Background: an optimization exercise with open tools, aiming at small area, a short achievable clock period and few clock cycles. Do not read the settings as production practice. RTL that was checked went through simulation tests only; none was proved equivalent to the original. No functional check of the RTL was part of run 1. Power is estimated from default activity; no workload was simulated.

==> flow/design.v, too long to show whole: its modules and the start of the top module <==
// module lay_dpu: 428 lines
// module lay_mul: 985 lines
module lay_dpu (
    input  wire        clk,
    input  wire        rst,           
    input  wire        cmd_valid,
    output wire        cmd_ready,
    input  wire [5:0]  cmd_op,
    input  wire [1:0]  cmd_acc,       
    input  wire [1:0]  cmd_lanes,     
    input  wire [1:0]  cmd_part,      
    input  wire [2:0]  cmd_t,         
    input  wire        cmd_sat,
    input  wire        cmd_rnd,       
    input  wire        cmd_int,       
    input  wire        cmd_trk,       
    input  wire [23:0] cmd_a,
    input  wire [23:0] cmd_b,
    input  wire [23:0] cmd_c,
    input  wire [23:0] cmd_d,
    input  wire [23:0] cmd_e,
    output reg         rsp_valid,
    output reg  [23:0] rsp_data,
    output reg         rsp_annul,
    output wire [5:0]  rsp_flags,
    output wire [4:0]  rsp_bx
);
  // ...
==> flow/flow/run.sh <==
#!/bin/bash
# Layout flow: the standard flow (standard.sh), with ORFS's timing
# repair asked to leave a setup margin (so that it sizes and buffers the
# paths that set the achieved period) and the ports buffered with buf_4.
export SETUP_SLACK_MARGIN=14.5
export BUFFER_PORTS_ARGS="-buffer_cell sky130_fd_sc_hd__buf_4"
bash standard.sh > standard.log 2>&1
==> flow/standard.sh <==
#!/bin/bash
# synth_recipe.tcl (not shown) runs the flow's synth.tcl, then flattens the netlist and writes it again
# the make line also repeats each setting of config.mk as NAME=value (left out here)
make -C /OpenROAD-flow-scripts/flow DESIGN_CONFIG=/design/flow/config.mk WORK_HOME=/design/flow/orfs CLKGATE_MAP_FILE= SYNTH_SCRIPT=/design/flow/synth_recipe.tcl "${@:-finish}"
==> flow/config.mk <==
export PLATFORM = sky130hd
export DESIGN_NAME = lay_dpu
export DESIGN_NICKNAME = lay_dpu
export VERILOG_FILES = /design/flow/design.v
export SDC_FILE = /design/flow/constraint.sdc
export NUM_CORES = 8
export LEC_CHECK = 0
export CAP_MARGIN = 20
export CORE_MARGIN = 2
export CORE_UTILIZATION = 30
export PLACE_DENSITY = 0.5
export SLEW_MARGIN = 20
==> flow/constraint.sdc <==
create_clock -name core_clock -period 20.0 [get_ports {clk}]
set_input_delay 4.0000 -clock core_clock [delete_from_list [all_inputs] [get_ports {clk}]]
set_output_delay 4.0000 -clock core_clock [all_outputs]
set_load 0.01 [all_outputs]
==> metrics.cfg, run 1 <==
[sta]
min_period_ps=6027
hold_viol=0
drv_slew=0
rsz0062_at_grt=yes
max_slew_margin=0.08458
finalSetupViolCount=0

[clock_network]
clock-sinks=657
cts-root-buf=clkbuf_16

[status]
outcome=timing/DRC/antenna clean

[worst_setup_path]
worstSetupPathType=reg -> reg
startpoint=acc_t[23]
max_stage_delay_ps=690
rr_worst_depth=27

[route]
drt_iter0_drc=7775
wl_met1_mm=139.8
dr.pass1.iters=9

[final_layout]
n_all_buffers=648
buf_share=0.07628
nets=8143
area.growth.synth_to_final_pct=19.52

[power_and_ir_drop]
power.clock.fraction=0.141
combPwrFrac=0.706

[synth]
synthFlopType=dfxtp_1
synth_top_area_cell=dfxtp_1
synth_mux_area_frac=0.07963
async_reset_ff_frac=0
synth_compound_area_frac=0.2535
ys_seq_elements=657
synth-xor-area-share=0.07345
synth_top_family_by_area=compound AO/OA/AOI/OAI gates
synthSimpleGateAreaFrac=0.1354

[min_path]
hold_depth=0

[grt]
met1_usage=0.4087
overflow=0

[floorplanning]
die_w_um=456.4
coreArea_mm2=0.2040

[placed_design]
dp_cells=9859

==> run 2, diff against run 1 <==
--- a/flow/design.v
+++ b/flow/design.v
@@ -15,18 +15,18 @@
     input  wire [23:0] cmd_a,
     input  wire [23:0] cmd_b,
     input  wire [23:0] cmd_c,
     input  wire [23:0] cmd_d,
     input  wire [23:0] cmd_e,
     output reg         rsp_valid,
     output reg  [23:0] rsp_data,
     output reg         rsp_annul,
-    output wire [5:0]  rsp_flags,
-    output wire [4:0]  rsp_bx
+    output reg  [5:0]  rsp_flags,
+    output reg  [4:0]  rsp_bx
 );
     localparam OP_NOP   = 6'd0,  OP_MOV   = 6'd1,  OP_ADD   = 6'd2,
                OP_SUB   = 6'd3,  OP_CMP   = 6'd4,  OP_NEG   = 6'd5,
                OP_ABS   = 6'd6,  OP_MIN   = 6'd7,  OP_MAX   = 6'd8,
                OP_AND   = 6'd9,  OP_OR    = 6'd10, OP_XOR   = 6'd11,
                OP_NOT   = 6'd12, OP_TST   = 6'd13, OP_SHL   = 6'd14,
                OP_SHR   = 6'd15, OP_SHRL  = 6'd16, OP_CLAMP = 6'd17,
                OP_LERP  = 6'd18, OP_TLU   = 6'd19, OP_SCALE = 6'd20,
@@ -40,51 +40,59 @@
     reg [1:0]  k0;                    
     reg [5:0]  op0;
     reg [1:0]  n0, ln0, pt0;
     reg [2:0]  t0;
     reg        sat0, rnd0, int0, trk0;
     reg [23:0] a0, b0, c0, d0, e0;
     reg        x24;                   
     reg        lt0, lerp0;            
-    reg        hz0;                   
+    reg        hz0, hz2_0;            
     reg        as_sub0, negabs0;      
     reg        msu0;
-    assign cmd_ready = rdy_q;
+    reg        nrdy_o;
+    assign cmd_ready = ~nrdy_o;
     wire in_mul   = (cmd_op == OP_MPY) | (cmd_op == OP_MAC) | (cmd_op == OP_MSU);
     wire in_multi = in_mul & ((cmd_lanes == 2'd1 & ~cmd_acc[0]) |
                               (cmd_lanes == 2'd2 & cmd_acc == 2'd0));
     wire in_lt    = (cmd_op == OP_LERP) | (cmd_op == OP_TLU);
     wire in_sc    = (cmd_op == OP_SCALE) | (cmd_op == OP_SCALEA);
-    wire bx_hz    = v0 & (((op0 == OP_STA) & trk0) | (op0 == OP_BXCLR));
-    wire [1:0] klast0 = (lt0 | hz0 | ln0 == 2'd1) ? 2'd1 : 2'd3;
+    wire bx_hz2   = v0 & (((op0 == OP_STA) & trk0) | (op0 == OP_BXCLR));
+    wire bx_hz    = bx_hz2 | (v1 & ((c_sta & trk1) | c_bxclr));
+    wire [1:0] klast0 = hz2_0 ? 2'd2 : (hz0 | lt0 | ln0 == 2'd1) ? 2'd1 : 2'd3;
     always @(posedge clk) begin
         if (rst) begin
             v0    <= 1'b0;
-            rdy_q <= 1'b1;
-            k0    <= 2'd0;
+            rdy_q  <= 1'b1;
+            nrdy_o <= 1'b0;
+            k0     <= 2'd0;
         end else if (!rdy_q) begin
-            k0    <= k0 + 2'd1;
-            rdy_q <= (k0 + 2'd1 == klast0);
+            k0     <= k0 + 2'd1;
+            rdy_q  <= (k0 + 2'd1 == klast0);
+            nrdy_o <= ~(k0 + 2'd1 == klast0);
         end else begin
-            v0    <= cmd_valid;
-            k0    <= 2'd0;
-            rdy_q <= ~(cmd_valid & (in_multi | in_lt | (in_sc & bx_hz)));
+            v0     <= cmd_valid;
+            k0     <= 2'd0;
+            rdy_q  <= ~(cmd_valid & (in_multi | in_lt | (in_sc & bx_hz)));
+            nrdy_o <= cmd_valid & (in_multi | in_lt | (in_sc & bx_hz));
         end
     end
-    wire [24:0] lt_diff = lerp0 ? ({a0[23], a0} - {c0[23], c0})
-                                : ({c0[23], c0} - {b0[23], b0});
+    wire [24:0] lt_p = lerp0 ? {a0[23], a0} : {c0[23], c0};
+    wire [24:0] lt_q = lerp0 ? {c0[23], c0} : {b0[23], b0};
+    wire [24:0] lt_diff;
+    lay_add25 u_ltd (.a(lt_p), .b(~lt_q), .cin(1'b1), .s(lt_diff));
     wire [7:0]  tlu_f   = (int0 | a0[23]) ? 8'd0 : a0[14:7];
     always @(posedge clk) begin
         pt0  <= cmd_part;
         trk0 <= cmd_trk;
         if (rdy_q) begin
             sat0    <= cmd_sat;
             t0      <= cmd_t;
             hz0     <= in_sc & bx_hz;
+            hz2_0   <= in_sc & bx_hz2;
             rnd0    <= cmd_rnd;
             op0     <= cmd_op;
             n0      <= cmd_acc;
             ln0     <= cmd_lanes;
             int0    <= cmd_int;
             a0      <= cmd_a;
             b0      <= cmd_b;
             c0      <= cmd_c;
@@ -125,23 +133,31 @@
             assign btwo[gi] = (mye[2*gi+2] & ~mye[2*gi+1] & ~mye[2*gi]) |
                               (~mye[2*gi+2] & mye[2*gi+1] & mye[2*gi]);
         end
     endgenerate
     wire [56:0] ms, mc;
     lay_mul u_mul (.x(mx), .neg(bneg), .one(bone), .two(btwo), .s(ms), .c(mc));
     wire [23:0] as_x = negabs0 ? 24'd0 : a0;
     wire [23:0] as_y = (negabs0 ? a0 : b0) ^ {24{as_sub0}};
-    wire [24:0] as_s = {1'b0, as_x} + {1'b0, as_y} + {24'd0, as_sub0};
+    wire [24:0] as_s;
+    lay_add25 u_as (.a({1'b0, as_x}), .b({1'b0, as_y}), .cin(as_sub0), .s(as_s));
     wire as_ov  = (as_x[23] == as_y[23]) & (as_s[23] != as_x[23]);
     wire [23:0] as_lim = as_x[23] ? 24'h800000 : 24'h7FFFFF;
     wire [23:0] as_r   = (as_ov & sat0) ? as_lim : as_s[23:0];
-    wire a_lt_b = $signed(a0) < $signed(b0);
-    wire c_gt_a = $signed(c0) > $signed(a0);
-    wire c_lt_b = $signed(c0) < $signed(b0);
+    wire [23:0] a0f = {~a0[23], a0[22:0]};
+    wire [23:0] b0f = {~b0[23], b0[22:0]};
+    wire [23:0] c0f = {~c0[23], c0[22:0]};
+    wire a_ge_b, a_ge_c, c_ge_b;
+    lay_cmp24 u_cab (.a(a0f), .b(~b0f), .cin(1'b1), .co(a_ge_b));
+    lay_cmp24 u_cac (.a(a0f), .b(~c0f), .cin(1'b1), .co(a_ge_c));
+    lay_cmp24 u_ccb (.a(c0f), .b(~b0f), .cin(1'b1), .co(c_ge_b));
+    wire a_lt_b = ~a_ge_b;
+    wire c_gt_a = ~a_ge_c;
+    wire c_lt_b = ~c_ge_b;
     wire [23:0] clamp_r = c_gt_a ? (c_lt_b ? c0 : b0) : (a_lt_b ? a0 : b0);
     reg [23:0] r_s1;
     reg        v_s1, c_s1, s_s1, wv_s1, wc_s1, zr_s1;
     always @* begin
         r_s1  = a0;
         v_s1  = 1'b0;
         c_s1  = 1'b0;
         s_s1  = 1'b0;
@@ -200,17 +216,17 @@
     reg        vf1, cf1, sf1, wv1, wc1, zr1;
     reg        c_alu, c_shl, c_shr, c_shrl, c_scale, c_scla, c_lerp, c_tlu,
                c_sta, c_lda, c_rdp, c_wrp, c_clra, c_mul, c_acc, c_rdf,
                c_wrf, c_rdbx, c_bxclr;
     reg [3:0]  ts1;                   
     reg [1:0]  pt1;
     reg [4:0]  shamt;
     reg        sh_neg, cnz1;
-    reg [23:0] a1, r1;
+    reg [23:0] r1;                    
     reg [56:0] ms1, mc1;
     reg [55:0] acc_t;                 
     always @(posedge clk) begin
         if (rst) v1 <= 1'b0;
         else     v1 <= v0 & ~((lt0 | hz0) & ~rdy_q);
         last1   <= rdy_q;
         first1  <= (k0 == 2'd0);
         ts1     <= 4'b0001 << tg_s1;
@@ -244,191 +260,214 @@
         c_bxclr <= (op0 == OP_BXCLR);
         vf1     <= v_s1;
         cf1     <= c_s1;
         sf1     <= s_s1;
         wv1     <= wv_s1;
         wc1     <= wc_s1;
         zr1     <= zr_s1;
         cnz1    <= (cnt_s1 != 5'd0);
-        a1      <= a0;
         r1      <= r_s1;
         ms1     <= ms;
         mc1     <= mc;
     end
     reg [55:0] acc0, acc1, acc2, acc3;
-    reg [5:0]  f_q;
-    reg [4:0]  bx_q;
     reg        vacc_q;                
-    assign rsp_flags = f_q;
-    assign rsp_bx    = bx_q;
-    wire bv = f_q[FBV];
+    reg        bv;                    
     wire [56:0] add_a = ({57{c_acc}}  & {acc_t[55], acc_t}) |
                         ({57{c_lerp}} & {{10{r1[23]}}, r1, rnd1, 22'd0}) |
                         ({57{c_tlu}}  & {25'd0, r1, rnd1, 7'd0});
     wire [56:0] csa_s = add_a ^ ms1 ^ mc1;
     wire [56:0] csa_c = (add_a & ms1) | (add_a & mc1) | (ms1 & mc1);
-    wire [56:0] sum   = csa_s + {csa_c[55:0], 1'b0};
+    wire [56:0] sum;
+    lay_add57 u_add (.a(csa_s), .b({csa_c[55:0], 1'b0}), .cin(1'b0), .s(sum));
     wire lim_hi = ~sum[56] & (sum[55] | sum[54]);
     wire lim_lo =  sum[56] & ~(sum[55] & sum[54]);
     wire [55:0] mul_w = lim_hi ? {2'b00, {54{1'b1}}} :
                         lim_lo ? {2'b11, {54{1'b0}}} : sum[55:0];
     wire mul_hit = lim_hi | lim_lo;
     wire lerp_ov = ~((&sum[56:46]) | ~(|sum[56:46]));
     wire [23:0] lerp_r = (lerp_ov & sat1) ? (sum[56] ? 24'h800000 : 24'h7FFFFF) : sum[46:23];
     wire [23:0] tlu_r  = sum[31:8];
     wire [63:0] sh_in = c_scla ? {{8{acc_t[55]}}, acc_t} :
-                        c_shrl ? {40'd0, a1} : {{40{a1[23]}}, a1};
+                        c_shrl ? {40'd0, r1} : {{40{r1[23]}}, r1};
     wire [63:0] sh_y  = sh_in << shamt;
     wire [23:0] eq24;
     wire [56:0] eq56;
     assign eq24[23] = 1'b1;
     assign eq56[56] = 1'b1;
     genvar gj;
     generate
         for (gj = 22; gj >= 0; gj = gj - 1) begin : g_eq24
-            assign eq24[gj] = eq24[gj+1] & (a1[gj] == a1[23]);
+            assign eq24[gj] = eq24[gj+1] & (r1[gj] == r1[23]);
         end
         for (gj = 55; gj >= 0; gj = gj - 1) begin : g_eq56
             assign eq56[gj] = eq56[gj+1] & (acc_t[gj] == acc_t[55]);
         end
     endgenerate
     wire ov24 = (shamt == 5'd0) ? 1'b0 :
-                (shamt == 5'd24) ? ~(eq24[0] & ~a1[23]) : ~eq24[5'd23 - shamt];
+                (shamt == 5'd24) ? ~(eq24[0] & ~r1[23]) : ~eq24[5'd23 - shamt];
     wire ov56 = ~eq56[6'd54 - {1'b0, shamt}];
-    wire [23:0] shl_r  = (ov24 & sat1) ? (a1[23] ? 24'h800000 : 24'h7FFFFF) : sh_y[23:0];
+    wire [23:0] shl_r  = (ov24 & sat1) ? (r1[23] ? 24'h800000 : 24'h7FFFFF) : sh_y[23:0];
     wire [23:0] shr_r  = sh_y[47:24];
     wire [55:0] scla_w = sh_neg ? sh_y[63:8] :
                          ov56 ? (acc_t[55] ? {2'b11, {54{1'b0}}} : {2'b00, {54{1'b1}}}) :
                          sh_y[55:0];
     wire [33:0] sta_v  = {acc_t[55], acc_t[55:23]} + {33'd0, rnd1};    
     wire sta_ovi = ~((&acc_t[55:23]) | ~(|acc_t[55:23]));
     wire sta_ovf = ~((&sta_v[33:24]) | ~(|sta_v[33:24]));
     wire sta_ov  = int1 ? sta_ovi : sta_ovf;
     wire sta_sg  = int1 ? acc_t[55] : sta_v[33];
     wire [23:0] sta_raw = int1 ? acc_t[23:0] : sta_v[24:1];
-    wire [23:0] sta_r = (sta_ov & sat1) ? (sta_sg ? 24'h800000 : 24'h7FFFFF) : sta_raw;
-    wire [31:0] rsb_d = {sta_r[22:0] ^ {23{sta_r[23]}}, 9'h100};
-    wire        rsb_z4 = ~|rsb_d[31:16];
-    wire [15:0] rsb_d4 = rsb_z4 ? rsb_d[15:0] : rsb_d[31:16];
-    wire        rsb_z3 = ~|rsb_d4[15:8];
-    wire [7:0]  rsb_d3 = rsb_z3 ? rsb_d4[7:0] : rsb_d4[15:8];
-    wire        rsb_z2 = ~|rsb_d3[7:4];
-    wire [3:0]  rsb_d2 = rsb_z2 ? rsb_d3[3:0] : rsb_d3[7:4];
-    wire        rsb_z1 = ~|rsb_d2[3:2];
-    wire [1:0]  rsb_d1 = rsb_z1 ? rsb_d2[1:0] : rsb_d2[3:2];
-    wire        rsb_z0 = ~rsb_d1[1];
-    wire [4:0]  sta_rsb = {rsb_z4, rsb_z3, rsb_z2, rsb_z1, rsb_z0};
+    wire        sta_sat = sta_ov & sat1;
+    wire [23:0] sta_r = sta_sat ? (sta_sg ? 24'h800000 : 24'h7FFFFF) : sta_raw;
     wire [23:0] rdp_r = (pt1 == 2'd0) ? {{16{acc_t[55]}}, acc_t[55:48]} :
                         (pt1 == 2'd1) ? acc_t[47:24] : acc_t[23:0];
-    wire [55:0] ld_w = (c_lda & int1) ? {{32{a1[23]}}, a1} : {{8{a1[23]}}, a1, 24'd0};
+    wire [55:0] ld_w = (c_lda & int1) ? {{32{r1[23]}}, r1} : {{8{r1[23]}}, r1, 24'd0};
     wire [55:0] oth_w = c_scla ? scla_w :
-                        (c_wrp & pt1 == 2'd0) ? {a1[7:0], acc_t[47:0]} :
-                        (c_wrp & pt1 == 2'd2) ? {acc_t[55:24], a1} : ld_w;
+                        (c_wrp & pt1 == 2'd0) ? {r1[7:0], acc_t[47:0]} :
+                        (c_wrp & pt1 == 2'd2) ? {acc_t[55:24], r1} : ld_w;
     wire [55:0] acc_w = c_mul ? mul_w : oth_w;
     wire        wr_t  = c_mul | c_lda | c_wrp | (c_scla & bv);
     wire sc_l = c_scale & bv & ~sh_neg;      
     wire sc_r = c_scale & bv &  sh_neg;      
-    wire [23:0] r_val =
-        ({24{c_alu}}             & r1)     |
+    wire [23:0] zv_s2 =
+        ({24{c_alu | c_wrf}}     & r1)     |
         ({24{c_shl | sc_l}}      & shl_r)  |
         ({24{c_shr | sc_r}}      & shr_r)  |
-        ({24{c_scale & ~bv}}     & a1)     |
+        ({24{c_scale & ~bv}}     & r1)     |
         ({24{c_lerp}}            & lerp_r) |
         ({24{c_tlu}}             & tlu_r)  |
-        ({24{c_sta}}             & sta_r);
-    wire [23:0] r_out = ((zr1 | annul1) ? 24'd0 : r_val) |
-                        ({24{c_rdp}}  & rdp_r) |
-                        ({24{c_rdf}}  & {18'd0, f_q}) |
-                        ({24{c_rdbx}} & {19'd0, bx_q});
-    wire w_zn  = c_alu | c_shl | c_shr | c_lerp | c_tlu | c_sta | (c_scale & bv);
-    wire z_val = (c_alu & (r1 == 24'd0)) |
-                 ((c_shl | sc_l) & (shl_r == 24'd0)) |
-                 ((c_shr | sc_r) & (shr_r == 24'd0)) |
-                 (c_lerp & (lerp_r == 24'd0)) |
-                 (c_tlu & (tlu_r == 24'd0)) |
-                 (c_sta & (sta_r == 24'd0));
+        ({24{c_sta}}             & sta_r)  |
+        ({24{c_rdp}}             & rdp_r);
     wire scla_do = c_scla & bv;
     wire vacc_n  = (first1 ? 1'b0 : vacc_q) | mul_hit;
-    reg  [5:0] f_n;
-    reg  [4:0] bx_n;
-    always @* begin
-        f_n  = f_q;
-        bx_n = bx_q;
-        if (w_zn) begin
-            f_n[FZ] = z_val;
-            f_n[FN] = r_val[23];
-        end
-        if (scla_do) begin
-            f_n[FZ] = (scla_w == 56'd0);
-            f_n[FN] = scla_w[55];
-        end
-        if (c_alu & wv1)        f_n[FV] = vf1;
-        if (c_shl | sc_l)       f_n[FV] = ov24;
-        if (c_shr | sc_r)       f_n[FV] = 1'b0;
-        if (scla_do)            f_n[FV] = ~sh_neg & ov56;
-        if (c_lerp)             f_n[FV] = lerp_ov;
-        if (c_sta)              f_n[FV] = sta_ov;
-        if (c_mul)              f_n[FV] = vacc_n;
-        if (c_alu & wc1)                   f_n[FC] = cf1;
-        if (c_shl & cnz1)                  f_n[FC] = sh_y[24];
-        if (c_shr & cnz1)                  f_n[FC] = sh_y[23];
-        if ((c_alu & sf1) | ((c_shl | sc_l) & ov24 & sat1) |
-            (scla_do & ~sh_neg & ov56) | (c_lerp & lerp_ov & sat1) |
-            (c_sta & sta_ov & sat1) | (c_mul & vacc_n))
-            f_n[FS] = 1'b1;
-        if (c_sta & trk1) begin
-            f_n[FBV] = 1'b1;
-            if (sta_rsb < bx_q) bx_n = sta_rsb;
-        end
-        if (c_bxclr) begin
-            f_n[FBV] = 1'b0;
-            bx_n = 5'd23;
-        end
-        if (c_wrf) f_n = a1[5:0];
-    end
+    wire w_zn  = c_alu | c_shl | c_shr | c_lerp | c_tlu | c_sta | (c_scale & bv);
+    wire w_v   = (c_alu & wv1) | c_shl | c_shr | (c_scale & bv) | scla_do |
+                 c_lerp | c_sta | c_mul;
+    wire v_val = (c_alu & vf1) | ((c_shl | sc_l) & ov24) | (scla_do & ~sh_neg & ov56) |
+                 (c_lerp & lerp_ov) | (c_sta & sta_ov) | (c_mul & vacc_n);
+    wire w_c   = (c_alu & wc1) | ((c_shl | c_shr) & cnz1);
+    wire c_val = (c_alu & cf1) | (c_shl & sh_y[24]) | (c_shr & sh_y[23]);
+    wire s_set = (c_alu & sf1) | ((c_shl | sc_l) & ov24 & sat1) |
+                 (scla_do & ~sh_neg & ov56) | (c_lerp & lerp_ov & sat1) |
+                 (c_sta & sta_sat) | (c_mul & vacc_n);
     wire [3:0] ts_s1 = 4'b0001 << tg_s1;
     reg  [55:0] acc_s1;
     always @* begin
         case (tg_s1)
             2'd0:    acc_s1 = acc0;
             2'd1:    acc_s1 = acc1;
             2'd2:    acc_s1 = acc2;
             default: acc_s1 = acc3;
         endcase
     end
     wire byp_w = v1 & wr_t & ((ts1 & ts_s1) != 4'd0);
-    wire byp_c = v1 & c_clra & ((a1[3:0] & ts_s1) != 4'd0);
+    wire byp_c = v1 & c_clra & ((r1[3:0] & ts_s1) != 4'd0);
     always @(posedge clk)
         acc_t <= byp_w ? acc_w : (byp_c ? 56'd0 : acc_s1);
+    reg        v2, annul2, rz2, rdf2, rdbx2, wzn2, scla2, zsc2, nsc2;
+    reg        wv2, vv2, wc2, cv2, ss2, trk2, bxclr2, wrf2;
+    reg [23:0] zv2;
+    always @(posedge clk) begin
+        if (rst) begin
+            acc0   <= 56'd0;
+            acc1   <= 56'd0;
+            acc2   <= 56'd0;
+            acc3   <= 56'd0;
+            bv     <= 1'b0;
+            v2     <= 1'b0;
+        end else begin
+            v2 <= v1 & last1;
+            if (v1) begin
+                if (wr_t & ts1[0]) acc0 <= acc_w; else if (c_clra & r1[0]) acc0 <= 56'd0;
+                if (wr_t & ts1[1]) acc1 <= acc_w; else if (c_clra & r1[1]) acc1 <= 56'd0;
+                if (wr_t & ts1[2]) acc2 <= acc_w; else if (c_clra & r1[2]) acc2 <= 56'd0;
+                if (wr_t & ts1[3]) acc3 <= acc_w; else if (c_clra & r1[3]) acc3 <= 56'd0;
+                vacc_q <= vacc_n;
+                if (c_sta & trk1) bv <= 1'b1;
+                if (c_bxclr)      bv <= 1'b0;
+                if (c_wrf)        bv <= r1[FBV];
+            end
+        end
+        annul2 <= annul1;
+        rz2    <= zr1 | annul1 | c_wrf;
+        rdf2   <= c_rdf;
+        rdbx2  <= c_rdbx;
+        wzn2   <= w_zn;
+        scla2  <= scla_do;
+        zsc2   <= (scla_w == 56'd0);
+        nsc2   <= scla_w[55];
+        wv2    <= w_v;
+        vv2    <= v_val;
+        wc2    <= w_c;
+        cv2    <= c_val;
+        ss2    <= s_set;
+        trk2   <= c_sta & trk1;
+        bxclr2 <= c_bxclr;
+        wrf2   <= c_wrf;
+        zv2    <= zv_s2;
+    end
+    reg [5:0]  f_q;
+    reg [4:0]  bx_q;
+    wire [31:0] rsb_d = {zv2[22:0] ^ {23{zv2[23]}}, 9'h100};
+    wire        rsb_z4 = ~|rsb_d[31:16];
+    wire [15:0] rsb_d4 = rsb_z4 ? rsb_d[15:0] : rsb_d[31:16];
+    wire        rsb_z3 = ~|rsb_d4[15:8];
+    wire [7:0]  rsb_d3 = rsb_z3 ? rsb_d4[7:0] : rsb_d4[15:8];
+    wire        rsb_z2 = ~|rsb_d3[7:4];
+    wire [3:0]  rsb_d2 = rsb_z2 ? rsb_d3[3:0] : rsb_d3[7:4];
+    wire        rsb_z1 = ~|rsb_d2[3:2];
+    wire [1:0]  rsb_d1 = rsb_z1 ? rsb_d2[1:0] : rsb_d2[3:2];
+    wire        rsb_z0 = ~rsb_d1[1];
+    wire [4:0]  rsb    = {rsb_z4, rsb_z3, rsb_z2, rsb_z1, rsb_z0};
+    reg  [5:0] f_n;
+    reg  [4:0] bx_n;
+    always @* begin
+        f_n  = f_q;
+        bx_n = bx_q;
+        if (wzn2) begin
+            f_n[FZ] = (zv2 == 24'd0);
+            f_n[FN] = zv2[23];
+        end
+        if (scla2) begin
+            f_n[FZ] = zsc2;
+            f_n[FN] = nsc2;
+        end
+        if (wv2) f_n[FV] = vv2;
+        if (wc2) f_n[FC] = cv2;
+        if (ss2) f_n[FS] = 1'b1;
+        if (trk2) begin
+            f_n[FBV] = 1'b1;
+            if (rsb < bx_q) bx_n = rsb;
+        end
+        if (bxclr2) begin
+            f_n[FBV] = 1'b0;
+            bx_n = 5'd23;
+        end
+        if (wrf2) f_n = zv2[5:0];
+    end
     always @(posedge clk) begin
         if (rst) begin
-            acc0      <= 56'd0;
-            acc1      <= 56'd0;
-            acc2      <= 56'd0;
-            acc3      <= 56'd0;
             f_q       <= 6'd0;
             bx_q      <= 5'd23;
             rsp_valid <= 1'b0;
         end else begin
-            rsp_valid <= v1 & last1;
-            if (v1) begin
-                if (wr_t & ts1[0]) acc0 <= acc_w; else if (c_clra & a1[0]) acc0 <= 56'd0;
-                if (wr_t & ts1[1]) acc1 <= acc_w; else if (c_clra & a1[1]) acc1 <= 56'd0;
-                if (wr_t & ts1[2]) acc2 <= acc_w; else if (c_clra & a1[2]) acc2 <= 56'd0;
-                if (wr_t & ts1[3]) acc3 <= acc_w; else if (c_clra & a1[3]) acc3 <= 56'd0;
-                vacc_q <= vacc_n;
-                if (last1) begin
-                    f_q  <= f_n;
-                    bx_q <= bx_n;
-                end
+            rsp_valid <= v2;
+            if (v2) begin
+                f_q       <= f_n;
+                bx_q      <= bx_n;
+                rsp_flags <= f_n;
+                rsp_bx    <= bx_n;
             end
         end
-        rsp_data  <= r_out;
-        rsp_annul <= annul1;
+        rsp_data  <= rdf2  ? {18'd0, f_q} :
+                     rdbx2 ? {19'd0, bx_q} :
+                     rz2   ? 24'd0 : zv2;
+        rsp_annul <= annul2;
     end
 endmodule
 module lay_mul (
     input  wire [24:0] x,
     input  wire [11:0] neg,
     input  wire [11:0] one,
     input  wire [11:0] two,
     output wire [56:0] s,
@@ -1406,8 +1445,578 @@
     assign c[53] = 1'b0;
     assign s[54] = 1'b1;
     assign c[54] = 1'b0;
     assign s[55] = 1'b1;
     assign c[55] = 1'b0;
     assign s[56] = 1'b1;
     assign c[56] = 1'b0;
 endmodule
+module lay_add57 (input wire [56:0] a, input wire [56:0] b, input wire cin, output wire [56:0] s);
+    wire [56:0] p0 = a ^ b;
+    wire [56:0] g0 = a & b;
+    wire gc0 = g0[0] | (p0[0] & cin);
+    wire g_1 = g0[1] | (p0[1] & gc0);
+    wire p_1 = p0[1] & p0[0];
+    wire g_2 = g0[3] | (p0[3] & g0[2]);
+    wire p_2 = p0[3] & p0[2];
+    wire g_3 = g0[5] | (p0[5] & g0[4]);
+    wire p_3 = p0[5] & p0[4];
+    wire g_4 = g0[7] | (p0[7] & g0[6]);
+    wire p_4 = p0[7] & p0[6];
+    wire g_5 = g0[9] | (p0[9] & g0[8]);
+    wire p_5 = p0[9] & p0[8];
+    wire g_6 = g0[11] | (p0[11] & g0[10]);
+    wire p_6 = p0[11] & p0[10];
+    wire g_7 = g0[13] | (p0[13] & g0[12]);
+    wire p_7 = p0[13] & p0[12];
+    wire g_8 = g0[15] | (p0[15] & g0[14]);
+    wire p_8 = p0[15] & p0[14];
+    wire g_9 = g0[17] | (p0[17] & g0[16]);
+    wire p_9 = p0[17] & p0[16];
+    wire g_10 = g0[19] | (p0[19] & g0[18]);
+    wire p_10 = p0[19] & p0[18];
+    wire g_11 = g0[21] | (p0[21] & g0[20]);
+    wire p_11 = p0[21] & p0[20];
+    wire g_12 = g0[23] | (p0[23] & g0[22]);
+    wire p_12 = p0[23] & p0[22];
+    wire g_13 = g0[25] | (p0[25] & g0[24]);
+    wire p_13 = p0[25] & p0[24];
+    wire g_14 = g0[27] | (p0[27] & g0[26]);
+    wire p_14 = p0[27] & p0[26];
+    wire g_15 = g0[29] | (p0[29] & g0[28]);
+    wire p_15 = p0[29] & p0[28];
+    wire g_16 = g0[31] | (p0[31] & g0[30]);
+    wire p_16 = p0[31] & p0[30];
+    wire g_17 = g0[33] | (p0[33] & g0[32]);
+    wire p_17 = p0[33] & p0[32];
+    wire g_18 = g0[35] | (p0[35] & g0[34]);
+    wire p_18 = p0[35] & p0[34];
+    wire g_19 = g0[37] | (p0[37] & g0[36]);
+    wire p_19 = p0[37] & p0[36];
+    wire g_20 = g0[39] | (p0[39] & g0[38]);
+    wire p_20 = p0[39] & p0[38];
+    wire g_21 = g0[41] | (p0[41] & g0[40]);
+    wire p_21 = p0[41] & p0[40];
+    wire g_22 = g0[43] | (p0[43] & g0[42]);
+    wire p_22 = p0[43] & p0[42];
+    wire g_23 = g0[45] | (p0[45] & g0[44]);
+    wire p_23 = p0[45] & p0[44];
+    wire g_24 = g0[47] | (p0[47] & g0[46]);
+    wire p_24 = p0[47] & p0[46];
+    wire g_25 = g0[49] | (p0[49] & g0[48]);
+    wire p_25 = p0[49] & p0[48];
+    wire g_26 = g0[51] | (p0[51] & g0[50]);
+    wire p_26 = p0[51] & p0[50];
+    wire g_27 = g0[53] | (p0[53] & g0[52]);
+    wire p_27 = p0[53] & p0[52];
+    wire g_28 = g0[55] | (p0[55] & g0[54]);
+    wire p_28 = p0[55] & p0[54];
+    wire g_29 = g0[2] | (p0[2] & g_1);
+    wire p_29 = p0[2] & p_1;
+    wire g_30 = g_2 | (p_2 & g_1);
+    wire p_30 = p_2 & p_1;
+    wire g_31 = g0[6] | (p0[6] & g_3);
+    wire p_31 = p0[6] & p_3;
+    wire g_32 = g_4 | (p_4 & g_3);
+    wire p_32 = p_4 & p_3;
+    wire g_33 = g0[10] | (p0[10] & g_5);
+    wire p_33 = p0[10] & p_5;
+    wire g_34 = g_6 | (p_6 & g_5);
+    wire p_34 = p_6 & p_5;
+    wire g_35 = g0[14] | (p0[14] & g_7);
+    wire p_35 = p0[14] & p_7;
+    wire g_36 = g_8 | (p_8 & g_7);
+    wire p_36 = p_8 & p_7;
+    wire g_37 = g0[18] | (p0[18] & g_9);
+    wire p_37 = p0[18] & p_9;
+    wire g_38 = g_10 | (p_10 & g_9);
+    wire p_38 = p_10 & p_9;
+    wire g_39 = g0[22] | (p0[22] & g_11);
+    wire p_39 = p0[22] & p_11;
+    wire g_40 = g_12 | (p_12 & g_11);
+    wire p_40 = p_12 & p_11;
+    wire g_41 = g0[26] | (p0[26] & g_13);
+    wire p_41 = p0[26] & p_13;
+    wire g_42 = g_14 | (p_14 & g_13);
+    wire p_42 = p_14 & p_13;
+    wire g_43 = g0[30] | (p0[30] & g_15);
+    wire p_43 = p0[30] & p_15;
+    wire g_44 = g_16 | (p_16 & g_15);
+    wire p_44 = p_16 & p_15;
+    wire g_45 = g0[34] | (p0[34] & g_17);
+    wire p_45 = p0[34] & p_17;
+    wire g_46 = g_18 | (p_18 & g_17);
+    wire p_46 = p_18 & p_17;
+    wire g_47 = g0[38] | (p0[38] & g_19);
+    wire p_47 = p0[38] & p_19;
+    wire g_48 = g_20 | (p_20 & g_19);
+    wire p_48 = p_20 & p_19;
+    wire g_49 = g0[42] | (p0[42] & g_21);
+    wire p_49 = p0[42] & p_21;
+    wire g_50 = g_22 | (p_22 & g_21);
+    wire p_50 = p_22 & p_21;
+    wire g_51 = g0[46] | (p0[46] & g_23);
+    wire p_51 = p0[46] & p_23;
+    wire g_52 = g_24 | (p_24 & g_23);
+    wire p_52 = p_24 & p_23;
+    wire g_53 = g0[50] | (p0[50] & g_25);
+    wire p_53 = p0[50] & p_25;
+    wire g_54 = g_26 | (p_26 & g_25);
+    wire p_54 = p_26 & p_25;
+    wire g_55 = g0[54] | (p0[54] & g_27);
+    wire p_55 = p0[54] & p_27;
+    wire g_56 = g_28 | (p_28 & g_27);
+    wire p_56 = p_28 & p_27;
+    wire g_57 = g0[4] | (p0[4] & g_30);
+    wire p_57 = p0[4] & p_30;
+    wire g_58 = g_3 | (p_3 & g_30);
+    wire p_58 = p_3 & p_30;
+    wire g_59 = g_31 | (p_31 & g_30);
+    wire p_59 = p_31 & p_30;
+    wire g_60 = g_32 | (p_32 & g_30);
+    wire p_60 = p_32 & p_30;
+    wire g_61 = g0[12] | (p0[12] & g_34);
+    wire p_61 = p0[12] & p_34;
+    wire g_62 = g_7 | (p_7 & g_34);
+    wire p_62 = p_7 & p_34;
+    wire g_63 = g_35 | (p_35 & g_34);
+    wire p_63 = p_35 & p_34;
+    wire g_64 = g_36 | (p_36 & g_34);
+    wire p_64 = p_36 & p_34;
+    wire g_65 = g0[20] | (p0[20] & g_38);
+    wire p_65 = p0[20] & p_38;
+    wire g_66 = g_11 | (p_11 & g_38);
+    wire p_66 = p_11 & p_38;
+    wire g_67 = g_39 | (p_39 & g_38);
+    wire p_67 = p_39 & p_38;
+    wire g_68 = g_40 | (p_40 & g_38);
+    wire p_68 = p_40 & p_38;
+    wire g_69 = g0[28] | (p0[28] & g_42);
+    wire p_69 = p0[28] & p_42;
+    wire g_70 = g_15 | (p_15 & g_42);
+    wire p_70 = p_15 & p_42;
+    wire g_71 = g_43 | (p_43 & g_42);
+    wire p_71 = p_43 & p_42;
+    wire g_72 = g_44 | (p_44 & g_42);
+    wire p_72 = p_44 & p_42;
+    wire g_73 = g0[36] | (p0[36] & g_46);
+    wire p_73 = p0[36] & p_46;
+    wire g_74 = g_19 | (p_19 & g_46);
+    wire p_74 = p_19 & p_46;
+    wire g_75 = g_47 | (p_47 & g_46);
+    wire p_75 = p_47 & p_46;
+    wire g_76 = g_48 | (p_48 & g_46);
+    wire p_76 = p_48 & p_46;
+    wire g_77 = g0[44] | (p0[44] & g_50);
+    wire p_77 = p0[44] & p_50;
+    wire g_78 = g_23 | (p_23 & g_50);
+    wire p_78 = p_23 & p_50;
+    wire g_79 = g_51 | (p_51 & g_50);
+    wire p_79 = p_51 & p_50;
+    wire g_80 = g_52 | (p_52 & g_50);
+    wire p_80 = p_52 & p_50;
+    wire g_81 = g0[52] | (p0[52] & g_54);
+    wire p_81 = p0[52] & p_54;
+    wire g_82 = g_27 | (p_27 & g_54);
+    wire p_82 = p_27 & p_54;
+    wire g_83 = g_55 | (p_55 & g_54);
+    wire p_83 = p_55 & p_54;
+    wire g_84 = g_56 | (p_56 & g_54);
+    wire p_84 = p_56 & p_54;
+    wire g_85 = g0[8] | (p0[8] & g_60);
+    wire p_85 = p0[8] & p_60;
+    wire g_86 = g_5 | (p_5 & g_60);
+    wire p_86 = p_5 & p_60;
+    wire g_87 = g_33 | (p_33 & g_60);
+    wire p_87 = p_33 & p_60;
+    wire g_88 = g_34 | (p_34 & g_60);
+    wire p_88 = p_34 & p_60;
+    wire g_89 = g_61 | (p_61 & g_60);
+    wire p_89 = p_61 & p_60;
+    wire g_90 = g_62 | (p_62 & g_60);
+    wire p_90 = p_62 & p_60;
+    wire g_91 = g_63 | (p_63 & g_60);
+    wire p_91 = p_63 & p_60;
+    wire g_92 = g_64 | (p_64 & g_60);
+    wire p_92 = p_64 & p_60;
+    wire g_93 = g0[24] | (p0[24] & g_68);
+    wire p_93 = p0[24] & p_68;
+    wire g_94 = g_13 | (p_13 & g_68);
+    wire p_94 = p_13 & p_68;
+    wire g_95 = g_41 | (p_41 & g_68);
+    wire p_95 = p_41 & p_68;
+    wire g_96 = g_42 | (p_42 & g_68);
+    wire p_96 = p_42 & p_68;
+    wire g_97 = g_69 | (p_69 & g_68);
+    wire p_97 = p_69 & p_68;
+    wire g_98 = g_70 | (p_70 & g_68);
+    wire p_98 = p_70 & p_68;
+    wire g_99 = g_71 | (p_71 & g_68);
+    wire p_99 = p_71 & p_68;
+    wire g_100 = g_72 | (p_72 & g_68);
+    wire p_100 = p_72 & p_68;
+    wire g_101 = g0[40] | (p0[40] & g_76);
+    wire p_101 = p0[40] & p_76;
+    wire g_102 = g_21 | (p_21 & g_76);
+    wire p_102 = p_21 & p_76;
+    wire g_103 = g_49 | (p_49 & g_76);
+    wire p_103 = p_49 & p_76;
+    wire g_104 = g_50 | (p_50 & g_76);
+    wire p_104 = p_50 & p_76;
+    wire g_105 = g_77 | (p_77 & g_76);
+    wire p_105 = p_77 & p_76;
+    wire g_106 = g_78 | (p_78 & g_76);
+    wire p_106 = p_78 & p_76;
+    wire g_107 = g_79 | (p_79 & g_76);
+    wire p_107 = p_79 & p_76;
+    wire g_108 = g_80 | (p_80 & g_76);
+    wire p_108 = p_80 & p_76;
+    wire g_109 = g0[56] | (p0[56] & g_84);
+    wire p_109 = p0[56] & p_84;
+    wire g_110 = g0[16] | (p0[16] & g_92);
+    wire p_110 = p0[16] & p_92;
+    wire g_111 = g_9 | (p_9 & g_92);
+    wire p_111 = p_9 & p_92;
+    wire g_112 = g_37 | (p_37 & g_92);
+    wire p_112 = p_37 & p_92;
+    wire g_113 = g_38 | (p_38 & g_92);
+    wire p_113 = p_38 & p_92;
+    wire g_114 = g_65 | (p_65 & g_92);
+    wire p_114 = p_65 & p_92;
+    wire g_115 = g_66 | (p_66 & g_92);
+    wire p_115 = p_66 & p_92;
+    wire g_116 = g_67 | (p_67 & g_92);
+    wire p_116 = p_67 & p_92;
+    wire g_117 = g_68 | (p_68 & g_92);
+    wire p_117 = p_68 & p_92;
+    wire g_118 = g_93 | (p_93 & g_92);
+    wire p_118 = p_93 & p_92;
+    wire g_119 = g_94 | (p_94 & g_92);
+    wire p_119 = p_94 & p_92;
+    wire g_120 = g_95 | (p_95 & g_92);
+    wire p_120 = p_95 & p_92;
+    wire g_121 = g_96 | (p_96 & g_92);
+    wire p_121 = p_96 & p_92;
+    wire g_122 = g_97 | (p_97 & g_92);
+    wire p_122 = p_97 & p_92;
+    wire g_123 = g_98 | (p_98 & g_92);
+    wire p_123 = p_98 & p_92;
+    wire g_124 = g_99 | (p_99 & g_92);
+    wire p_124 = p_99 & p_92;
+    wire g_125 = g_100 | (p_100 & g_92);
+    wire p_125 = p_100 & p_92;
+    wire g_126 = g0[48] | (p0[48] & g_108);
+    wire p_126 = p0[48] & p_108;
+    wire g_127 = g_25 | (p_25 & g_108);
+    wire p_127 = p_25 & p_108;
+    wire g_128 = g_53 | (p_53 & g_108);
+    wire p_128 = p_53 & p_108;
+    wire g_129 = g_54 | (p_54 & g_108);
+    wire p_129 = p_54 & p_108;
+    wire g_130 = g_81 | (p_81 & g_108);
+    wire p_130 = p_81 & p_108;
+    wire g_131 = g_82 | (p_82 & g_108);
+    wire p_131 = p_82 & p_108;
+    wire g_132 = g_83 | (p_83 & g_108);
+    wire p_132 = p_83 & p_108;
+    wire g_133 = g_84 | (p_84 & g_108);
+    wire p_133 = p_84 & p_108;
+    wire g_134 = g_109 | (p_109 & g_108);
+    wire p_134 = p_109 & p_108;
+    wire g_135 = g0[32] | (p0[32] & g_125);
+    wire p_135 = p0[32] & p_125;
+    wire g_136 = g_17 | (p_17 & g_125);
+    wire p_136 = p_17 & p_125;
+    wire g_137 = g_45 | (p_45 & g_125);
+    wire p_137 = p_45 & p_125;
+    wire g_138 = g_46 | (p_46 & g_125);
+    wire p_138 = p_46 & p_125;
+    wire g_139 = g_73 | (p_73 & g_125);
+    wire p_139 = p_73 & p_125;
+    wire g_140 = g_74 | (p_74 & g_125);
+    wire p_140 = p_74 & p_125;
+    wire g_141 = g_75 | (p_75 & g_125);
+    wire p_141 = p_75 & p_125;
+    wire g_142 = g_76 | (p_76 & g_125);
+    wire p_142 = p_76 & p_125;
+    wire g_143 = g_101 | (p_101 & g_125);
+    wire p_143 = p_101 & p_125;
+    wire g_144 = g_102 | (p_102 & g_125);
+    wire p_144 = p_102 & p_125;
+    wire g_145 = g_103 | (p_103 & g_125);
+    wire p_145 = p_103 & p_125;
+    wire g_146 = g_104 | (p_104 & g_125);
+    wire p_146 = p_104 & p_125;
+    wire g_147 = g_105 | (p_105 & g_125);
+    wire p_147 = p_105 & p_125;
+    wire g_148 = g_106 | (p_106 & g_125);
+    wire p_148 = p_106 & p_125;
+    wire g_149 = g_107 | (p_107 & g_125);
+    wire p_149 = p_107 & p_125;
+    wire g_150 = g_108 | (p_108 & g_125);
+    wire p_150 = p_108 & p_125;
+    wire g_151 = g_126 | (p_126 & g_125);
+    wire p_151 = p_126 & p_125;
+    wire g_152 = g_127 | (p_127 & g_125);
+    wire p_152 = p_127 & p_125;
+    wire g_153 = g_128 | (p_128 & g_125);
+    wire p_153 = p_128 & p_125;
+    wire g_154 = g_129 | (p_129 & g_125);
+    wire p_154 = p_129 & p_125;
+    wire g_155 = g_130 | (p_130 & g_125);
+    wire p_155 = p_130 & p_125;
+    wire g_156 = g_131 | (p_131 & g_125);
+    wire p_156 = p_131 & p_125;
+    wire g_157 = g_132 | (p_132 & g_125);
+    wire p_157 = p_132 & p_125;
+    wire g_158 = g_133 | (p_133 & g_125);
+    wire p_158 = p_133 & p_125;
+    wire g_159 = g_134 | (p_134 & g_125);
+    wire p_159 = p_134 & p_125;
+    assign s[0] = p0[0] ^ cin;
+    assign s[1] = p0[1] ^ gc0;
+    assign s[2] = p0[2] ^ g_1;
+    assign s[3] = p0[3] ^ g_29;
+    assign s[4] = p0[4] ^ g_30;
+    assign s[5] = p0[5] ^ g_57;
+    assign s[6] = p0[6] ^ g_58;
+    assign s[7] = p0[7] ^ g_59;
+    assign s[8] = p0[8] ^ g_60;
+    assign s[9] = p0[9] ^ g_85;
+    assign s[10] = p0[10] ^ g_86;
+    assign s[11] = p0[11] ^ g_87;
+    assign s[12] = p0[12] ^ g_88;
+    assign s[13] = p0[13] ^ g_89;
+    assign s[14] = p0[14] ^ g_90;
+    assign s[15] = p0[15] ^ g_91;
+    assign s[16] = p0[16] ^ g_92;
+    assign s[17] = p0[17] ^ g_110;
+    assign s[18] = p0[18] ^ g_111;
+    assign s[19] = p0[19] ^ g_112;
+    assign s[20] = p0[20] ^ g_113;
+    assign s[21] = p0[21] ^ g_114;
+    assign s[22] = p0[22] ^ g_115;
+    assign s[23] = p0[23] ^ g_116;
+    assign s[24] = p0[24] ^ g_117;
+    assign s[25] = p0[25] ^ g_118;
+    assign s[26] = p0[26] ^ g_119;
+    assign s[27] = p0[27] ^ g_120;
+    assign s[28] = p0[28] ^ g_121;
+    assign s[29] = p0[29] ^ g_122;
+    assign s[30] = p0[30] ^ g_123;
+    assign s[31] = p0[31] ^ g_124;
+    assign s[32] = p0[32] ^ g_125;
+    assign s[33] = p0[33] ^ g_135;
+    assign s[34] = p0[34] ^ g_136;
+    assign s[35] = p0[35] ^ g_137;
+    assign s[36] = p0[36] ^ g_138;
+    assign s[37] = p0[37] ^ g_139;
+    assign s[38] = p0[38] ^ g_140;
+    assign s[39] = p0[39] ^ g_141;
+    assign s[40] = p0[40] ^ g_142;
+    assign s[41] = p0[41] ^ g_143;
+    assign s[42] = p0[42] ^ g_144;
+    assign s[43] = p0[43] ^ g_145;
+    assign s[44] = p0[44] ^ g_146;
+    assign s[45] = p0[45] ^ g_147;
+    assign s[46] = p0[46] ^ g_148;
+    assign s[47] = p0[47] ^ g_149;
+    assign s[48] = p0[48] ^ g_150;
+    assign s[49] = p0[49] ^ g_151;
+    assign s[50] = p0[50] ^ g_152;
+    assign s[51] = p0[51] ^ g_153;
+    assign s[52] = p0[52] ^ g_154;
+    assign s[53] = p0[53] ^ g_155;
+    assign s[54] = p0[54] ^ g_156;
+    assign s[55] = p0[55] ^ g_157;
+    assign s[56] = p0[56] ^ g_158;
+endmodule
+module lay_add25 (input wire [24:0] a, input wire [24:0] b, input wire cin, output wire [24:0] s);
+    wire [24:0] p0 = a ^ b;
+    wire [24:0] g0 = a & b;
+    wire gc0 = g0[0] | (p0[0] & cin);
+    wire g_1 = g0[1] | (p0[1] & gc0);
+    wire p_1 = p0[1] & p0[0];
+    wire g_2 = g0[3] | (p0[3] & g0[2]);
+    wire p_2 = p0[3] & p0[2];
+    wire g_3 = g0[5] | (p0[5] & g0[4]);
+    wire p_3 = p0[5] & p0[4];
+    wire g_4 = g0[7] | (p0[7] & g0[6]);
+    wire p_4 = p0[7] & p0[6];
+    wire g_5 = g0[9] | (p0[9] & g0[8]);
+    wire p_5 = p0[9] & p0[8];
+    wire g_6 = g0[11] | (p0[11] & g0[10]);
+    wire p_6 = p0[11] & p0[10];
+    wire g_7 = g0[13] | (p0[13] & g0[12]);
+    wire p_7 = p0[13] & p0[12];
+    wire g_8 = g0[15] | (p0[15] & g0[14]);
+    wire p_8 = p0[15] & p0[14];
+    wire g_9 = g0[17] | (p0[17] & g0[16]);
+    wire p_9 = p0[17] & p0[16];
+    wire g_10 = g0[19] | (p0[19] & g0[18]);
+    wire p_10 = p0[19] & p0[18];
+    wire g_11 = g0[21] | (p0[21] & g0[20]);
+    wire p_11 = p0[21] & p0[20];
+    wire g_12 = g0[23] | (p0[23] & g0[22]);
+    wire p_12 = p0[23] & p0[22];
+    wire g_13 = g0[2] | (p0[2] & g_1);
+    wire p_13 = p0[2] & p_1;
+    wire g_14 = g_2 | (p_2 & g_1);
+    wire p_14 = p_2 & p_1;
+    wire g_15 = g0[6] | (p0[6] & g_3);
+    wire p_15 = p0[6] & p_3;
+    wire g_16 = g_4 | (p_4 & g_3);
+    wire p_16 = p_4 & p_3;
+    wire g_17 = g0[10] | (p0[10] & g_5);
+    wire p_17 = p0[10] & p_5;
+    wire g_18 = g_6 | (p_6 & g_5);
+    wire p_18 = p_6 & p_5;
+    wire g_19 = g0[14] | (p0[14] & g_7);
+    wire p_19 = p0[14] & p_7;
+    wire g_20 = g_8 | (p_8 & g_7);
+    wire p_20 = p_8 & p_7;
+    wire g_21 = g0[18] | (p0[18] & g_9);
+    wire p_21 = p0[18] & p_9;
+    wire g_22 = g_10 | (p_10 & g_9);
+    wire p_22 = p_10 & p_9;
+    wire g_23 = g0[22] | (p0[22] & g_11);
+    wire p_23 = p0[22] & p_11;
+    wire g_24 = g_12 | (p_12 & g_11);
+    wire p_24 = p_12 & p_11;
+    wire g_25 = g0[4] | (p0[4] & g_14);
+    wire p_25 = p0[4] & p_14;
+    wire g_26 = g_3 | (p_3 & g_14);
+    wire p_26 = p_3 & p_14;
+    wire g_27 = g_15 | (p_15 & g_14);
+    wire p_27 = p_15 & p_14;
+    wire g_28 = g_16 | (p_16 & g_14);
+    wire p_28 = p_16 & p_14;
+    wire g_29 = g0[12] | (p0[12] & g_18);
+    wire p_29 = p0[12] & p_18;
+    wire g_30 = g_7 | (p_7 & g_18);
+    wire p_30 = p_7 & p_18;
+    wire g_31 = g_19 | (p_19 & g_18);
+    wire p_31 = p_19 & p_18;
+    wire g_32 = g_20 | (p_20 & g_18);
+    wire p_32 = p_20 & p_18;
+    wire g_33 = g0[20] | (p0[20] & g_22);
+    wire p_33 = p0[20] & p_22;
+    wire g_34 = g_11 | (p_11 & g_22);
+    wire p_34 = p_11 & p_22;
+    wire g_35 = g_23 | (p_23 & g_22);
+    wire p_35 = p_23 & p_22;
+    wire g_36 = g_24 | (p_24 & g_22);
+    wire p_36 = p_24 & p_22;
+    wire g_37 = g0[8] | (p0[8] & g_28);
+    wire p_37 = p0[8] & p_28;
+    wire g_38 = g_5 | (p_5 & g_28);
+    wire p_38 = p_5 & p_28;
+    wire g_39 = g_17 | (p_17 & g_28);
+    wire p_39 = p_17 & p_28;
+    wire g_40 = g_18 | (p_18 & g_28);
+    wire p_40 = p_18 & p_28;
+    wire g_41 = g_29 | (p_29 & g_28);
+    wire p_41 = p_29 & p_28;
+    wire g_42 = g_30 | (p_30 & g_28);
+    wire p_42 = p_30 & p_28;
+    wire g_43 = g_31 | (p_31 & g_28);
+    wire p_43 = p_31 & p_28;
+    wire g_44 = g_32 | (p_32 & g_28);
+    wire p_44 = p_32 & p_28;
+    wire g_45 = g0[24] | (p0[24] & g_36);
+    wire p_45 = p0[24] & p_36;
+    wire g_46 = g0[16] | (p0[16] & g_44);
+    wire p_46 = p0[16] & p_44;
+    wire g_47 = g_9 | (p_9 & g_44);
+    wire p_47 = p_9 & p_44;
+    wire g_48 = g_21 | (p_21 & g_44);
+    wire p_48 = p_21 & p_44;
+    wire g_49 = g_22 | (p_22 & g_44);
+    wire p_49 = p_22 & p_44;
+    wire g_50 = g_33 | (p_33 & g_44);
+    wire p_50 = p_33 & p_44;
+    wire g_51 = g_34 | (p_34 & g_44);
+    wire p_51 = p_34 & p_44;
+    wire g_52 = g_35 | (p_35 & g_44);
+    wire p_52 = p_35 & p_44;
+    wire g_53 = g_36 | (p_36 & g_44);
+    wire p_53 = p_36 & p_44;
+    wire g_54 = g_45 | (p_45 & g_44);
+    wire p_54 = p_45 & p_44;
+    assign s[0] = p0[0] ^ cin;
+    assign s[1] = p0[1] ^ gc0;
+    assign s[2] = p0[2] ^ g_1;
+    assign s[3] = p0[3] ^ g_13;
+    assign s[4] = p0[4] ^ g_14;
+    assign s[5] = p0[5] ^ g_25;
+    assign s[6] = p0[6] ^ g_26;
+    assign s[7] = p0[7] ^ g_27;
+    assign s[8] = p0[8] ^ g_28;
+    assign s[9] = p0[9] ^ g_37;
+    assign s[10] = p0[10] ^ g_38;
+    assign s[11] = p0[11] ^ g_39;
+    assign s[12] = p0[12] ^ g_40;
+    assign s[13] = p0[13] ^ g_41;
+    assign s[14] = p0[14] ^ g_42;
+    assign s[15] = p0[15] ^ g_43;
+    assign s[16] = p0[16] ^ g_44;
+    assign s[17] = p0[17] ^ g_46;
+    assign s[18] = p0[18] ^ g_47;
+    assign s[19] = p0[19] ^ g_48;
+    assign s[20] = p0[20] ^ g_49;
+    assign s[21] = p0[21] ^ g_50;
+    assign s[22] = p0[22] ^ g_51;
+    assign s[23] = p0[23] ^ g_52;
+    assign s[24] = p0[24] ^ g_53;
+endmodule
+module lay_cmp24 (input wire [23:0] a, input wire [23:0] b, input wire cin, output wire co);
+    wire [23:0] p0 = a ^ b;
+    wire [23:0] g0 = a & b;
+    wire gc0 = g0[0] | (p0[0] & cin);
+    wire cg1 = g0[1] | (p0[1] & gc0);
+    wire cp1 = p0[1] & p0[0];
+    wire cg2 = g0[3] | (p0[3] & g0[2]);
+    wire cp2 = p0[3] & p0[2];
+    wire cg3 = g0[5] | (p0[5] & g0[4]);
+    wire cp3 = p0[5] & p0[4];
+    wire cg4 = g0[7] | (p0[7] & g0[6]);
+    wire cp4 = p0[7] & p0[6];
+    wire cg5 = g0[9] | (p0[9] & g0[8]);
+    wire cp5 = p0[9] & p0[8];
+    wire cg6 = g0[11] | (p0[11] & g0[10]);
+    wire cp6 = p0[11] & p0[10];
+    wire cg7 = g0[13] | (p0[13] & g0[12]);
+    wire cp7 = p0[13] & p0[12];
+    wire cg8 = g0[15] | (p0[15] & g0[14]);
+    wire cp8 = p0[15] & p0[14];
+    wire cg9 = g0[17] | (p0[17] & g0[16]);
+    wire cp9 = p0[17] & p0[16];
+    wire cg10 = g0[19] | (p0[19] & g0[18]);
+    wire cp10 = p0[19] & p0[18];
+    wire cg11 = g0[21] | (p0[21] & g0[20]);
+    wire cp11 = p0[21] & p0[20];
+    wire cg12 = g0[23] | (p0[23] & g0[22]);
+    wire cp12 = p0[23] & p0[22];
+    wire cg13 = cg2 | (cp2 & cg1);
+    wire cp13 = cp2 & cp1;
+    wire cg14 = cg4 | (cp4 & cg3);
+    wire cp14 = cp4 & cp3;
+    wire cg15 = cg6 | (cp6 & cg5);
+    wire cp15 = cp6 & cp5;
+    wire cg16 = cg8 | (cp8 & cg7);
+    wire cp16 = cp8 & cp7;
+    wire cg17 = cg10 | (cp10 & cg9);
+    wire cp17 = cp10 & cp9;
+    wire cg18 = cg12 | (cp12 & cg11);
+    wire cp18 = cp12 & cp11;
+    wire cg19 = cg14 | (cp14 & cg13);
+    wire cp19 = cp14 & cp13;
+    wire cg20 = cg16 | (cp16 & cg15);
+    wire cp20 = cp16 & cp15;
+    wire cg21 = cg18 | (cp18 & cg17);
+    wire cp21 = cp18 & cp17;
+    wire cg22 = cg20 | (cp20 & cg19);
+    wire cp22 = cp20 & cp19;
+    wire cg23 = cg21 | (cp21 & cg22);
+    wire cp23 = cp21 & cp22;
+    assign co = cg23;
+endmodule
==> flow/config.mk (replaced) <==
export PLATFORM = sky130hd
export DESIGN_NAME = lay_dpu
export DESIGN_NICKNAME = lay_dpu
export VERILOG_FILES = /design/flow/design.v
export SDC_FILE = /design/flow/constraint.sdc
export NUM_CORES = 8
export LEC_CHECK = 0
export CAP_MARGIN = 20
export CORE_MARGIN = 2
export CORE_UTILIZATION = 42
export PLACE_DENSITY = 0.55
export SLEW_MARGIN = 20
==> metrics.cfg, run 2 <==
[worst_setup_path]
rr_worst_depth=13  ; -52%
worstSetupPathType=reg -> reg
cp.required_ps=20610
start_kind=register
cp_data_arrival_time_ps=6200
cp_max_fo=11
critPathCaptureType=register

[clock_network]
cts-htree-levels=3
cts-root-buf=clkbuf_16
clk_pin_slew_ps=60
clock_path_buffers=3
ctsHoldBuffers=0
insertion_delay_ps=760
cts_tree=yes
cts_buffers=80
clock-sinks=688  ; +4.7%

[final_layout]
final_cell_mix=nand2_1 (620), inv_1 (568), dfxtp_1 (513), o21ai_0 (455), buf_4 (441)
final_cell_area_mm2=0.06798
fillCellCount=14030
final_cells=8965
area.growth.synth_to_final_pct=12.15
layout_commonest_cell=nand2_1
fin_util=0.4738
drive_gt1_frac=0.1365
nets=7687  ; -5.6%

[sta]
finalCritPeriodShare=0.2795
finalSetupTns_ps=0
hold_viol=0  ; unchanged
tightest_slew_ps=1244
clock_skew_ps=89.17
drv_slew=0  ; unchanged
max_slew_margin=0.1707  ; +0.08617
finalSetupViolCount=0  ; unchanged
min_period_ps=5590  ; -436.9 ps
rsz0062_at_grt=yes
max_clock_freq_mhz=178.9

[synth]
synth_top_area_cell=dfxtp_1
synthFlopType=dfxtp_1
synth_top_cells_by_count=nand2_1 (624), inv_1 (570), dfxtp_1 (532)
synth_top_area_frac=0.1757
yosys-top-cells-area=dfxtp_1 (18%), fa_1 (9.5%), edfxtp_1 (7.7%)
ys_seq_elements=688  ; +4.7%
synthCells=7049
async_reset_ff_frac=0  ; unchanged
yosysSeqAreaShare=0.2530
synth_edf_count=156
ys.warnings.count=1
syn_nets=7755
avgSynthCellArea_um2=8.599
synth_cell_type_count=112
synthesis.area_mm2=0.06061
yosysMostFrequentCell=nand2_1

[min_path]
hold_depth=0  ; unchanged
holdCritPathClass=reg -> reg

[grt]
grt_antenna_before_repair=25
met1_usage=0.4982  ; +0.08945
met2_usage=0.5762
overflow=0  ; unchanged
use_met3=0.09699
grt_pass1_vias=56260
top_usage_layer=met2
grt_max_degree=87
grtUsageTotal=0.3852
grt_pass1_wl_mm=413.2

[power_and_ir_drop]
power_density_mw_per_mm2=137.0
internal_power_mw=4.520
peakVddDrop_v=0.0001453
combPwrFrac=0.647  ; -0.059
power.clock.fraction=0.165  ; +0.024
power_mw=9.311
switchingPower_mw=4.792
switching_share=0.5146
power_leakage_nw=27.75
seq_power_share=0.188

[route]
dr.pass1.iters=9  ; unchanged
finalWirelength_mm=291.5
drc=0
drt_iter0_drc=8135  ; +4.6%
ant_nets=0
wl_per_cell_um=32.52
route.vias.total=58530
vias_per_cell=6.528

[placed_design]
hpwl_mm=203.2
post_dp_cell_area_mm2=0.06459
portBuffers=179
gp_congestion=1.045
dp_cells=8778  ; -11%

[floorplanning]
start_util=0.4224
row_count=139
io_pins=180
coreArea_mm2=0.1435  ; -30%
die_y_um=383.9
dieArea_mm2=0.1474
die_w_um=383.9  ; -16%

[flow_run]
drv_cap=0

[status]
outcome=timing/DRC/antenna clean

==> run 2: kinds of logic (layout without fill, tap and decap cells) <==
| logic type | count (synthesis) | count (layout) | share of synthesized area |
|---|---|---|---|
| AND/OR/NAND/NOR | 1633 | 1633 | 0.1253 |
| multiplexers | 385 | 385 | 0.08606 |
| flip-flops | 688 | 688 | 0.2530 |
| XOR/XNOR | 476 | 476 | 0.06878 |
| other | 0 | 14 | 0 |
| AO/OA/AOI/OAI | 2110 | 2111 | 0.2388 |
| adder cells (fa/ha/maj) | 564 | 564 | 0.1521 |
| buffers and inverters | 1193 | 1191 | 0.07603 |
==> run 2: power by group through the flow <==
stage	Sequential, mW	Clock, mW	Combinational [mW]
final	1.75	1.53	6.03
after global routing	1.76	1.60	6.43
after CTS	1.75	1.55	5.67
after detailed placement	1.78	0	5.62
after global placement	1.77	0	5.54
after floorplan	1.71	0	3.21
==> run 2: worst max-delay path, cell delays in order, from the launching register on <==
cell       delay [ps]
edfxtp_1          790
inv_1             460
ha_1              430
or4_1             530
nor3_1            280
o31ai_1           130
a31o_2            230
nand3_1           380
nand2b_2          350
mux2i_1           210
o22ai_1            90
a2111oi_0         820
nand4_1           400
a31o_2            370
==> run 2: timing repair <==
action,CTS,global route
buffers inserted,5,14
gates cloned,0,2
resized for setup,33,61
pin swaps,3,16
endpoints found under the setup margin,307,333
==> run 2: path summary, 6_finish.rpt <==
kind / startpoint / end / slack [ps]
worst max-delay path: b0[22] / cf1 / 14410
worst min-delay path: c_rdbx / rdbx2 / 330
worst max register to register: b0[22] / cf1 / 14410
worst min register to register: c_rdbx / rdbx2 / 330
==> run 2: per-layer routing <==
metal / part of all wire / wire, um
met4: 0.073 / 21410
met3: 0.10 / 29910
met1: 0.40 / 115200
met5: 0.00048 / 141
met2: 0.43 / 124900
==> run 2: layout make-up <==
class                           count  area (um2)  share of cell area
Sequential cell                   688       15370              0.2261
Clock inverter                     34       434.2            0.006387
Clock buffer                      115        2273             0.03344
Antenna cell                       14       35.03           0.0005154
Multi-Input combinational cell   5169       41730              0.6138
Timing Repair Buffer              459        3572             0.05255
Tap cell                         1903        2381             0.03503
Inverter                          583        2188             0.03219
==> run 2: metrics by stage <==
stage | setup WS (ps) | hold WS (ps)
final | 14410 | 330.1
after global routing | 14400 | 343.2
after CTS | 14490 | 332.5
after detailed placement | 13410 | 316.4
after global placement | 13570 | 313.0
after floorplan | 14560 | 309.6
Testbench counts of run 2, summed over its fixed seeds: cycles 11,502.
==> run 3, diff against run 2 <==
--- a/flow/config.mk
+++ b/flow/config.mk
@@ -7,6 +7,6 @@
 export LEC_CHECK = 0
 export CAP_MARGIN = 20
 export CORE_MARGIN = 2
-export CORE_UTILIZATION = 42
-export PLACE_DENSITY = 0.55
+export CORE_UTILIZATION = 30
+export PLACE_DENSITY = 0.5
 export SLEW_MARGIN = 20
==> metrics.cfg, run 3 <==
[status]
outcome=timing/DRC/antenna clean

[synth]
synth_top_area_cell=dfxtp_1
synthesis.area_mm2=0.06061  ; unchanged
yosys.area_share.adder=0.1521  ; unchanged
synth_compound_area_frac=0.2388  ; unchanged
synth_top_family_by_area=compound AO/OA/AOI/OAI gates
yosysSeqAreaShare=0.2530  ; unchanged
yosysMostFrequentCell=nand2_1
synth_top_cells_by_count=nand2_1 (624), inv_1 (570), dfxtp_1 (532)
syn_nets=7755  ; unchanged
synthFlopType=dfxtp_1
async_reset_ff_frac=0  ; unchanged
synth_mux_area_frac=0.08606  ; unchanged
synthSimpleGateAreaFrac=0.1253  ; unchanged
synth_edf_count=156  ; unchanged
synth-xor-area-share=0.06878  ; unchanged
synthCells=7049  ; unchanged

[worst_setup_path]
worst-path-buf-inv=2  ; +1
path_delay_family=compound AO/OA/AOI/OAI gates
max_stage_delay_ps=880  ; +60 ps
cp_data_arrival_time_ps=6160  ; -40 ps
cp_max_fo=42  ; +31
cp.required_ps=20650  ; +40 ps
crit_chain=buf_4 -> a221oi_4 -> buf_4 -> a22oi_1 -> o31ai_1
startpoint=rst
critPathCaptureType=register
cpMostUsedCell=buf_4
start_kind=primary input

[clock_network]
cts_buffers=79  ; -1.3%
clk_pin_slew_ps=60  ; about the same
cts-htree-levels=3  ; unchanged
insertion_delay_ps=750  ; about the same
cts-root-buf=clkbuf_16
cts_tree=yes
clock_path_buffers=3  ; unchanged

[power_and_ir_drop]
switchingPower_mw=4.890  ; +2.1%
power_leakage_nw=27.76  ; about the same
switching_share=0.5218  ; +0.007179
power_density_mw_per_mm2=135.8  ; -0.84%
internal_power_mw=4.482  ; -0.84%

[grt]
grt_pass1_vias=56440  ; +0.32%
overflow=0  ; unchanged
grt_pass1_wl_mm=430.8  ; +4.2%
grt_max_degree=92  ; +5.7%
grtUsageTotal=0.2880  ; -0.09722

[placed_design]
post_dp_cell_area_mm2=0.06575  ; +1.8%
gp_congestion=1.065  ; +1.9%
hpwl_mm=215.2  ; +5.9%

[floorplanning]
dieArea_mm2=0.2057  ; +40%
die_y_um=453.5  ; +18%
row_count=164  ; +18%
io_pins=180  ; unchanged

[route]
drt_iter0_drc=7288  ; -10%
route.vias.total=58610  ; +0.15%

[flow_run]
drv_cap=0  ; unchanged

[sta]
finalSetupViolCount=0  ; unchanged
max_clock_freq_mhz=181.3  ; +1.3%
max_slew_margin=0.1255  ; -0.04522
finalCritPeriodShare=0.2758  ; -0.003710
rsz0062_at_grt=yes
drv_slew=0  ; unchanged
tightest_slew_ps=1307  ; +63.00 ps
finalSetupTns_ps=0  ; unchanged
min_period_ps=5515  ; -74.20 ps

[final_layout]
final_cells=9718  ; +8.4%
final_cell_mix=nand2_1 (621), inv_1 (569), dfxtp_1 (511), buf_4 (458), o21ai_0 (453)
layout_commonest_cell=nand2_1
fin_util=0.3446  ; -0.1292
drive_gt1_frac=0.1398  ; +0.003346

[min_path]
holdCritPathClass=reg -> reg
hold_start=annul2

## run 3: cell counts after synthesis
No cell type changed its count.
## run 3: cell families (layout without fill, tap and decap cells)
kind of cell             Yosys count  in the layout
AO/OA/AOI/OAI                   2110           2110
flip-flops                       688            688
adder cells (fa/ha/maj)          564            564
XOR/XNOR                         476            476
buffers and inverters           1193           1195
other                              0             11
AND/OR/NAND/NOR                 1633           1633
multiplexers                     385            385
## run 3: layout make-up
cell class	count	area [um2]
Fill cell	20960	131300
Clock inverter	32	406.6
Clock buffer	111	2260
Multi-Input combinational cell	5168	41800
Sequential cell	688	15390
Antenna cell	11	27.53
Inverter	583	2192
Tap cell	2656	3323
Timing Repair Buffer	469	3610
## run 3: timing repair
action	in CTS	in global routing
hold endpoints to repair	0	0
setup endpoints to repair	319	304
pin swaps	1	7
setup buffers	1	15
gates resized for setup	48	54
## run 3: power by group through the flow
stage	Combinational, mW	Sequential [mW]	Clock [mW]
2_1_floorplan	3.21	1.71	0
3_3_place_gp	5.64	1.76	0
3_5_place_dp	5.72	1.76	0
4_1_cts	5.77	1.73	1.55
5_1_grt	6.50	1.74	1.60
6_report	6.12	1.73	1.52
## run 3: metal layers
layer	global-route usage	up-vias	part of all wire
li1	-	25210	-
met2	0.4307	3520	0.42
met1	0.3767	28930	0.41
met4	0.1647	26	0.068
met3	0.07113	936	0.099
met5	0	-	0.00057
## run 3: worst paths after layout
path / to / slack [ps] / depth (start not counted)
hold reg to reg: rsp_annul / 330 / 0
setup / recovery: acc0[33] / 14480 / 5
hold / removal: rsp_annul / 330 / 0
setup reg to reg: cf1 / 14520 / 13
## run 3: stage by stage
step                hold slack (ps)  worst slack (ps)  power (mW)
floorplan                     309.6             14560       4.920
global placement              318.8             13600       7.400
detailed placement            312.8             13660       7.482
CTS                           327.0             14490       9.048
global route                  337.3             14430       9.842
finish                        327.2             14480       9.372
## run 3: worst reg2reg max path, cell delays in order (launching register included)
cell,delay [ps]
edfxtp_1,710
inv_1,280
ha_1,380
or4_1,530
a211oi_1,240
nand3_1,170
a31o_2,260
nand3_1,340
nand2b_4,470
mux2i_1,240
o22ai_1,160
a2111oi_0,790
nand4_1,410
a31o_2,380
